Context: an optimization exercise on an open-source flow, tuned for small area, a short achievable clock period and few clock cycles per item. The choices shown serve that exercise and are no tape-out recipe. The RTL of this run was laid out without a check of its function.

==> flow/design.v <==
module gra_mac (
    input  wire         clk,
    input  wire         rst,
    input  wire         start,
    input  wire [6:0]   nwords,      
    input  wire [255:0] key,
    input  wire [63:0]  ctr,
    output wire         ready,
    input  wire         in_valid,
    input  wire [31:0]  in_data,
    output wire         in_ready,
    output wire         done,
    output wire [127:0] mac
);
    localparam [2:0] S_IDLE = 3'd0,
                     S_PRE  = 3'd1,      
                     S_INIT = 3'd2,      
                     S_RND  = 3'd3,
                     S_ADD  = 3'd4,      
                     S_WAIT = 3'd5;      
    function [31:0] bswap;
        input [31:0] x;
        bswap = {x[7:0], x[15:8], x[23:16], x[31:24]};
    endfunction
    function [31:0] rotr;
        input [31:0] x;
        input integer n;
        rotr = (x >> n) | (x << (32 - n));
    endfunction
    function [31:0] bsig0;
        input [31:0] x;
        bsig0 = rotr(x, 2) ^ rotr(x, 13) ^ rotr(x, 22);
    endfunction
    function [31:0] bsig1;
        input [31:0] x;
        bsig1 = rotr(x, 6) ^ rotr(x, 11) ^ rotr(x, 25);
    endfunction
    function [31:0] ssig0;
        input [31:0] x;
        ssig0 = rotr(x, 7) ^ rotr(x, 18) ^ (x >> 3);
    endfunction
    function [31:0] ssig1;
        input [31:0] x;
        ssig1 = rotr(x, 17) ^ rotr(x, 19) ^ (x >> 10);
    endfunction
    localparam [2047:0] KTAB = {
        32'h428a2f98, 32'h71374491, 32'hb5c0fbcf, 32'he9b5dba5,
        32'h3956c25b, 32'h59f111f1, 32'h923f82a4, 32'hab1c5ed5,
        32'hd807aa98, 32'h12835b01, 32'h243185be, 32'h550c7dc3,
        32'h72be5d74, 32'h80deb1fe, 32'h9bdc06a7, 32'hc19bf174,
        32'he49b69c1, 32'hefbe4786, 32'h0fc19dc6, 32'h240ca1cc,
        32'h2de92c6f, 32'h4a7484aa, 32'h5cb0a9dc, 32'h76f988da,
        32'h983e5152, 32'ha831c66d, 32'hb00327c8, 32'hbf597fc7,
        32'hc6e00bf3, 32'hd5a79147, 32'h06ca6351, 32'h14292967,
        32'h27b70a85, 32'h2e1b2138, 32'h4d2c6dfc, 32'h53380d13,
        32'h650a7354, 32'h766a0abb, 32'h81c2c92e, 32'h92722c85,
        32'ha2bfe8a1, 32'ha81a664b, 32'hc24b8b70, 32'hc76c51a3,
        32'hd192e819, 32'hd6990624, 32'hf40e3585, 32'h106aa070,
        32'h19a4c116, 32'h1e376c08, 32'h2748774c, 32'h34b0bcb5,
        32'h391c0cb3, 32'h4ed8aa4a, 32'h5b9cca4f, 32'h682e6ff3,
        32'h748f82ee, 32'h78a5636f, 32'h84c87814, 32'h8cc70208,
        32'h90befffa, 32'ha4506ceb, 32'hbef9a3f7, 32'hc67178f2};
    localparam [255:0] IV = {32'h6a09e667, 32'hbb67ae85, 32'h3c6ef372, 32'ha54ff53a,
                             32'h510e527f, 32'h9b05688c, 32'h1f83d9ab, 32'h5be0cd19};
    reg  [2:0]   state;
    reg          outer;       
    reg  [2:0]   blk;         
    reg  [5:0]   rnd;         
    reg  [3:0]   slot_r;      
    reg  [4:0]   have_r;      
    reg          nbrk;        
    reg  [31:0]  w [0:15];    
    reg  [31:0]  a, b, c, d, e, f, g, h;
    reg  [31:0]  p;           
    reg  [255:0] hv;          
    wire [8:0]  n9       = {2'b0, nwords};
    wire [8:0]  nblk_in  = (n9 + 9'd42) >> 4;             
    wire        last_in  = !outer && (blk == nblk_in[2:0] - 3'd1);
    wire        keyblk   = (blk == 3'd0);
    wire        fin_blk  = outer && blk[0];                
    wire        in_rnd   = (state == S_RND);
    wire        in_add   = (state == S_ADD);
    wire        in_init  = (state == S_INIT);
    wire        in_wait  = (state == S_WAIT);
    wire        in_idle  = (state == S_IDLE);
    wire        in_pre   = (state == S_PRE);
    assign done  = in_add && fin_blk;
    assign ready = in_idle || done;
    wire        cont     = !last_in && !fin_blk;    
    wire        r62      = in_rnd && (rnd == 6'd62);
    wire        r63      = in_rnd && (rnd == 6'd63);
    wire        early    = in_rnd && (rnd <= 6'd12);
    reg         feed;         
    reg         newfeed;      
    reg  [3:0]  slot;
    reg         f_outer;
    reg  [2:0]  f_blk;
    always @(*) begin
        feed    = 1'b0;
        newfeed = 1'b0;
        slot    = 4'd0;
        f_outer = outer;
        f_blk   = blk;
        if (in_idle || done) begin
            feed = 1'b1; newfeed = 1'b1; slot = 4'd0;
            f_outer = 1'b0; f_blk = 3'd0;
        end else if (in_pre) begin
            feed = 1'b1; slot = 4'd1;
            f_outer = 1'b0; f_blk = 3'd0;
        end else if (in_init) begin
            feed = 1'b1; slot = 4'd2;
        end else if (in_wait) begin
            feed = 1'b1; slot = slot_r;
        end else if (early) begin
            feed = 1'b1; slot = rnd[3:0] + 4'd3;
        end else if ((r62 && cont) || (r63 && !cont && !fin_blk)) begin
            feed = 1'b1; newfeed = 1'b1; slot = 4'd0;
        end else if (r63 && cont) begin
            feed = 1'b1; slot = 4'd1;
        end else if (in_add && cont) begin
            feed = 1'b1; slot = 4'd2;
        end else if (in_add && last_in) begin
            feed = 1'b1; slot = 4'd1;
        end
        if (((in_rnd && rnd[5]) || in_add) && !fin_blk) begin
            if (last_in) begin
                f_outer = 1'b1; f_blk = 3'd0;
            end else begin
                f_blk = blk + 3'd1;
            end
        end
    end
    wire [4:0]  have     = newfeed ? 5'd0 : have_r;
    wire [8:0]  fpos     = {2'b0, f_blk, slot};           
    wire [8:0]  msg_end  = 9'd22 + n9;                    
    wire        f_last   = (f_blk == nblk_in[2:0] - 3'd1);
    wire [31:0] len_bits = 32'd768 + {20'd0, nwords, 5'd0};
    wire [31:0] pad      = f_outer ? 32'h5c5c5c5c : 32'h36363636;
    reg  [31:0] src_word;
    reg         src_in;       
    always @(*) begin
        src_word = 32'd0;
        src_in   = 1'b0;
        if (f_blk == 3'd0) begin
            src_word = pad;
            if (!slot[3]) src_word = bswap(key[32*slot[2:0] +: 32]) ^ pad;
        end else if (f_outer) begin
            if (!slot[3])            src_word = hv[255 - 32*slot[2:0] -: 32];
            else if (slot == 4'd8)   src_word = 32'h80000000;
            else if (slot == 4'd15)  src_word = 32'd768;
        end else begin
            if (fpos < msg_end) begin
                src_word = bswap(in_data);
                src_in   = 1'b1;
            end else if (fpos == msg_end)           src_word = bswap(ctr[31:0]);
            else if (fpos == msg_end + 9'd1)        src_word = bswap(ctr[63:32]);
            else if (fpos == msg_end + 9'd2)        src_word = 32'h80000000;
            else if (f_last && slot == 4'd15)       src_word = len_bits;
        end
    end
    wire        want     = feed && ({1'b0, slot} == have);
    wire        avail    = !src_in || in_valid;
    wire        take     = want && avail;
    wire        miss     = want && !avail;
    assign in_ready = want && src_in;
    wire [31:0] w_new = ssig1(w[14]) + w[9] + ssig0(w[1]) + w[0];
    reg  [31:0] tail;
    always @(*) begin
        if (take)
            tail = src_word;
        else if (feed)
            tail = w[0];              
        else
            tail = w_new;
    end
    wire         use_iv  = (in_add || in_init) && keyblk;
    wire         use_st  = in_add;
    wire [255:0] hb      = use_iv ? IV : hv;
    wire [255:0] st      = use_st ? {a, b, c, d, e, f, g, h} : 256'd0;
    wire [255:0] hsum    = {hb[255:224] + st[255:224], hb[223:192] + st[223:192],
                            hb[191:160] + st[191:160], hb[159:128] + st[159:128],
                            hb[127:96]  + st[127:96],  hb[95:64]   + st[95:64],
                            hb[63:32]   + st[63:32],   hb[31:0]    + st[31:0]};
    assign mac = {bswap(hsum[159:128]), bswap(hsum[191:160]),
                  bswap(hsum[223:192]), bswap(hsum[255:224])};
    wire [31:0] ch    = (e & f) ^ (~e & g);
    wire [31:0] maj   = (a & b) ^ (a & c) ^ (b & c);
    wire [31:0] s1    = bsig1(e);
    wire [31:0] s0    = bsig0(a);
    wire [31:0] a_new = p + s1 + ch + s0 + maj;
    wire [31:0] e_new = p + s1 + ch + d;
    wire [5:0]  kidx  = in_rnd ? rnd + 6'd1 : 6'd0;
    wire [31:0] kval  = KTAB[2047 - 32*kidx -: 32];
    wire [31:0] hnext = in_rnd ? g : hsum[31:0];
    wire [31:0] p_new = hnext + kval + w[14];
    integer i;
    always @(posedge clk) begin
        for (i = 0; i < 15; i = i + 1)
            w[i] <= w[i+1];
        w[15] <= tail;
        p <= p_new;
        if (in_rnd) begin
            a <= a_new; b <= a; c <= b; d <= c;
            e <= e_new; f <= e; g <= f; h <= g;
        end else begin
            {a, b, c, d, e, f, g, h} <= hsum;
        end
    end
    always @(posedge clk) begin
        if (in_add) begin
            if (outer && keyblk)
                hv[255:160] <= hsum[255:160];     
            else
                hv <= hsum;
        end else if (in_rnd && fin_blk && rnd == 6'd0) begin
            hv[159:128] <= d;                      
        end
    end
    always @(posedge clk) begin
        if (feed) begin
            slot_r <= slot + 4'd1;
            have_r <= take ? have + 5'd1 : have;
        end else begin
            slot_r <= slot_r + 4'd1;
        end
        if (rst) begin
            state <= S_IDLE;
            nbrk  <= 1'b0;
        end else begin
            case (state)
                S_IDLE: begin
                    if (start) state <= S_PRE;
                end
                S_PRE: begin
                    outer <= 1'b0;
                    blk   <= 3'd0;
                    nbrk  <= 1'b0;
                    state <= S_INIT;
                end
                S_INIT: begin
                    rnd   <= 6'd0;
                    if (miss) state <= S_WAIT;
                    else      state <= S_RND;
                end
                S_WAIT: begin
                    if (slot_r == 4'd1 && (have_r > 5'd1 || (have_r == 5'd1 && avail)))
                        state <= S_INIT;
                end
                S_RND: begin
                    rnd <= rnd + 6'd1;
                    if (rnd >= 6'd62 && miss) nbrk <= 1'b1;
                    if (early && miss)
                        state <= S_WAIT;
                    else if (rnd == 6'd63)
                        state <= S_ADD;
                end
                S_ADD: begin
                    rnd  <= 6'd0;
                    nbrk <= 1'b0;
                    if (fin_blk) begin
                        state <= start ? S_PRE : S_IDLE;
                    end else begin
                        if (last_in) begin
                            outer <= 1'b1;
                            blk   <= 3'd0;
                            state <= S_INIT;
                        end else begin
                            blk   <= blk + 3'd1;
                            state <= (nbrk || miss) ? S_WAIT : S_RND;
                        end
                    end
                end
                default: state <= S_IDLE;
            endcase
        end
    end
endmodule
==> flow/run.sh <==
#!/bin/bash
# synth_recipe.tcl (not shown) runs the flow's synth.tcl, then flattens the netlist and writes it again
# the make line also repeats each setting of config.mk as NAME=value (left out here)
make -C /OpenROAD-flow-scripts/flow DESIGN_CONFIG=/design/flow/config.mk WORK_HOME=/design/flow/orfs CLKGATE_MAP_FILE= SYNTH_SCRIPT=/design/flow/synth_recipe.tcl finish
==> flow/config.mk <==
export PLATFORM = sky130hd
export DESIGN_NAME = gra_mac
export DESIGN_NICKNAME = gra_mac
export VERILOG_FILES = /design/flow/design.v
export SDC_FILE = /design/flow/constraint.sdc
export NUM_CORES = 4
export LEC_CHECK = 0
export CAP_MARGIN = 20
export CORE_MARGIN = 2
export CORE_UTILIZATION = 40
export SLEW_MARGIN = 20
==> flow/constraint.sdc <==
create_clock -name core_clock -period 10.0 [get_ports {clk}]
set_input_delay 2.0000 -clock core_clock [delete_from_list [all_inputs] [get_ports {clk}]]
set_output_delay 2.0000 -clock core_clock [all_outputs]
set_load 0.01 [all_outputs]
==> impl_metrics.json <==
{
  "drc": 0,
  "fin_skew_ns": 0.0862,
  "synth_seq_cells": 1079,
  "seq_area_frac_synth_pct": 35.2,
  "ys.flop_type": "dfxtp_1",
  "path_clk_slew_ns": 0.07,
  "io_buffers": 493,
  "clk_latency_ns": 0.82,
  "synth-compound-area-share_pct": 16.4,
  "tightest_slew_ns": 1.10,
  "crit_fanout": 19,
  "synth.distinct_cells": 101,
  "end_kind": "output port",
  "synth-edff-count": 271,
  "drt-pass1-iter-count": 6,
  "place_ws_ns": 0.719,
  "hp-class": "reg -> reg",
  "synthTopCellsByArea": "dfxtp_1 23%, edfxtp_1 12%, ha_1 8.0%, nand2_1 6.2%, xnor2_1 5.9%",
  "netlist_area_mm2": 0.0690,
  "cts_buffers": 118,
  "synth_nets": 8910,
  "ioPinCount": 494,
  "yosysTopAreaCellShare_pct": 23.4,
  "timing.final.ws_setup_ns": 0.500,
  "finalMaxSlewViolations": 0,
  "drtIter0Drc": 6372,
  "ant_nets": 0,
  "synth-xor-area-share_pct": 8.69,
  "fin_setup_tns_ns": 0,
  "core-area_mm2": 0.172,
  "finalInstanceArea_mm2": 0.0795,
  "crit_required_ns": 8.00,
  "period_minus_slack_ns": 9.50,
  "synth.yosys.warnings": 2,
  "clockRootBuffer": "clkbuf_16",
  "track_usage_pct": 31.6,
  "regToRegSetupSlack_ns": 1.61,
  "syn-instance-count": 7939,
  "wl_per_cell_um": 27.1,
  "vias_per_cell": 5.69,
  "nNetsFinal": 9105,
  "arrival_ns": 7.50,
  "reg2reg_depth": 32,
  "htreeDepth": 3,
  "rsz0062_at_grt": "false",
  "die_x_um": 419,
  "cts.sinks": 1079,
  "hpwl_mm": 225,
  "antenna_found_initial": 18,
  "syn_area_per_cell_um2": 8.70,
  "grt_pass1_wl_mm": 404,
  "hold_depth": 0,
  "synth_commonest_cells": "1145 x nand2_1, 808 x dfxtp_1, 462 x xnor2_1",
  "cts_tree": "yes",
  "start_util_pct": 40.2,
  "synthSimpleGateAreaFrac_pct": 18.9,
  "grt-ovfl-total": 0,
  "yosysMostFrequentCell": "nand2_1",
  "synth_top_family_by_area": "simple AND/OR/NAND/NOR gates",
  "drt_wl_total_mm": 286,
  "maxSlewHeadroom_pct": 26.1,
  "cp-start-kind": "flop",
  "period_share_pct": 95.0,
  "vias": 60100,
  "gp_congestion": 1.01,
  "critical_path_class": "reg -> out",
  "setup_violations": 0,
  "placed_area_mm2": 0.0753,
  "clk_path_buf_depth": 3,
  "async_flop_share_pct": 0,
  "cap_violations": 0,
  "syn2layout_area_growth_pct": 15.1,
  "grt_pass1_vias": 57000,
  "status": "finished clean",
  "drive_above_1_share_pct": 5.51,
  "yosys.area.top_type": "dfxtp_1",
  "row_count": 152,
  "muxShareOfSynthArea_pct": 1.97,
  "fin_hold_ws_ns": 0.249,
  "grt_max_degree": 156,
  "postCtsSetupBuffers": 0,
  "finalHoldViolCount": 0,
  "fp.dieH_um": 419,
  "synthAdderAreaFrac_pct": 12.9,
  "die_area_mm2": 0.176,
  "fmax_ghz": 0.105
}
## sequential cells by signal, summed over array words and instances (netlist names), 3 cells and up
name / flops
a: 32
b: 32
blk: 3
c: 32
d: 32
e: 32
f: 32
g: 32
h: 32
have_r: 5
hv: 256
p: 32
rnd: 6
slot_r: 4
state: 3
w: 512
## metal layers
layer | routed length, µm | up-vias | GRT usage [%]
met5 | 58 | - | 0
met4 | 18000 | 10 | 17.3
met3 | 20100 | 560 | 4.33
met2 | 128000 | 2650 | 49.3
met1 | 120000 | 29300 | 42.1
li1 | - | 27600 | -
## placed cells by master (no fill, tap or decap), types with 67 or more instances in the layout
| cell | netlist | routed |
|---|---|---|
| inv_1 | 398 | 396 |
| nor2_1 | 405 | 402 |
| and2_1 | 376 | 376 |
| nand2_1 | 1145 | 1143 |
| a21oi_1 | 461 | 459 |
| a31oi_1 | 67 | 67 |
| xnor2_1 | 462 | 458 |
| buf_4 | 131 | 102 |
| a21o_1 | 192 | 192 |
| edfxtp_1 | 271 | 271 |
| clkdlybuf4s50_1 | 0 | 493 |
| o21ai_0 | 443 | 443 |
| nand3_1 | 258 | 258 |
| nor3_1 | 128 | 124 |
| xor2_1 | 209 | 209 |
| a211oi_1 | 84 | 83 |
| nand2b_1 | 182 | 182 |
| dfxtp_1 | 808 | 808 |
| clkbuf_16 | 0 | 122 |
| fa_1 | 167 | 167 |
| ha_1 | 441 | 439 |
## area by class of cell
cell class,instances,area [µm²]
fillers,16800,92100
diodes,15,37.5
inverters,404,1530
clock buffers,164,3400
multi-input cells,5931,40800
flip-flops and latches,1079,24300
repair buffers,600,5800
clock inverters,62,694
well taps,2310,2890
## critical path, cell delays in order (launching register included)
cell and delay, ns:
edfxtp_1 0.61, inv_1 0.31, ha_1 0.18, nor2b_1 0.45
nand2_4 0.31, and2_1 0.28, ha_1 0.22, fa_1 0.46
a21oi_1 0.17, o21bai_1 0.12, a21oi_1 0.22, o21ai_0 0.19
a41o_1 0.32, o21ai_0 0.56, a211oi_1 0.25, o31a_1 0.35
o21ai_0 0.32, a2111oi_0 0.18, a211oi_1 0.49, inv_1 0.14
clkdlybuf4s50_1 0.51
## stage by stage
step / cells / util (%)
floorplan: 7939 / -
global placement: 10300 / 43.9
detailed placement: 10300 / 43.9
CTS: 10600 / 46.3
global route: 10600 / 46.3
finish: 10600 / 46.3
## path summary, 6_finish.rpt
kind	start	to
max	blk[0]$_SDFFCE_PN0P_	mac[102]
min	w[8][22]$_DFF_P_	w[7][22]$_DFF_P_
max reg2reg	blk[0]$_SDFFCE_PN0P_	p[29]$_DFF_P_
min reg2reg	w[8][22]$_DFF_P_	w[7][22]$_DFF_P_
## kinds of logic (layout without fill, tap and decap cells)
kind of cell,count (synthesis),in the layout
compound gates,1773,1773
xor+xnor,676,676
fa+ha+maj,610,610
buf+inv,929,1230
flops,1079,1079
mux,112,112
other cells,0,15
simple gates,2760,2760
## repair_timing
item / in CTS / in global routing
endpoints found under the setup margin: 0 / 2
gates resized for setup: 0 / 1
hold buffers: 0 / 0

[static timing again, ports no longer ideal]
How much do the figures lean on ideal ports? The routed layout below was timed once more, with nothing changed but the port constraints.
Step 1, drivers: a clkbuf_16 drives clk and a buf_2 each remaining input, both assumed.
Step 2 also shifts input and output timing later by t, the mid clock arrival at the registers, as if the neighbouring blocks saw the same clock.
Slacks: no drivers / after step 1 / after step 2; pairs: no drivers / after step 1.
t (ns): 0.869
setup slack, ns: 0.500 / 0.408 / 0.680
worst hold slack (ns): 0.249 / 0.249 / 0.249
clock arrival spread, ns: 0.089 / 0.089
After both steps setup and hold are still met in this run. The setup slack of this run moves by -0.092 ns with the drivers and by +0.180 ns with both steps.
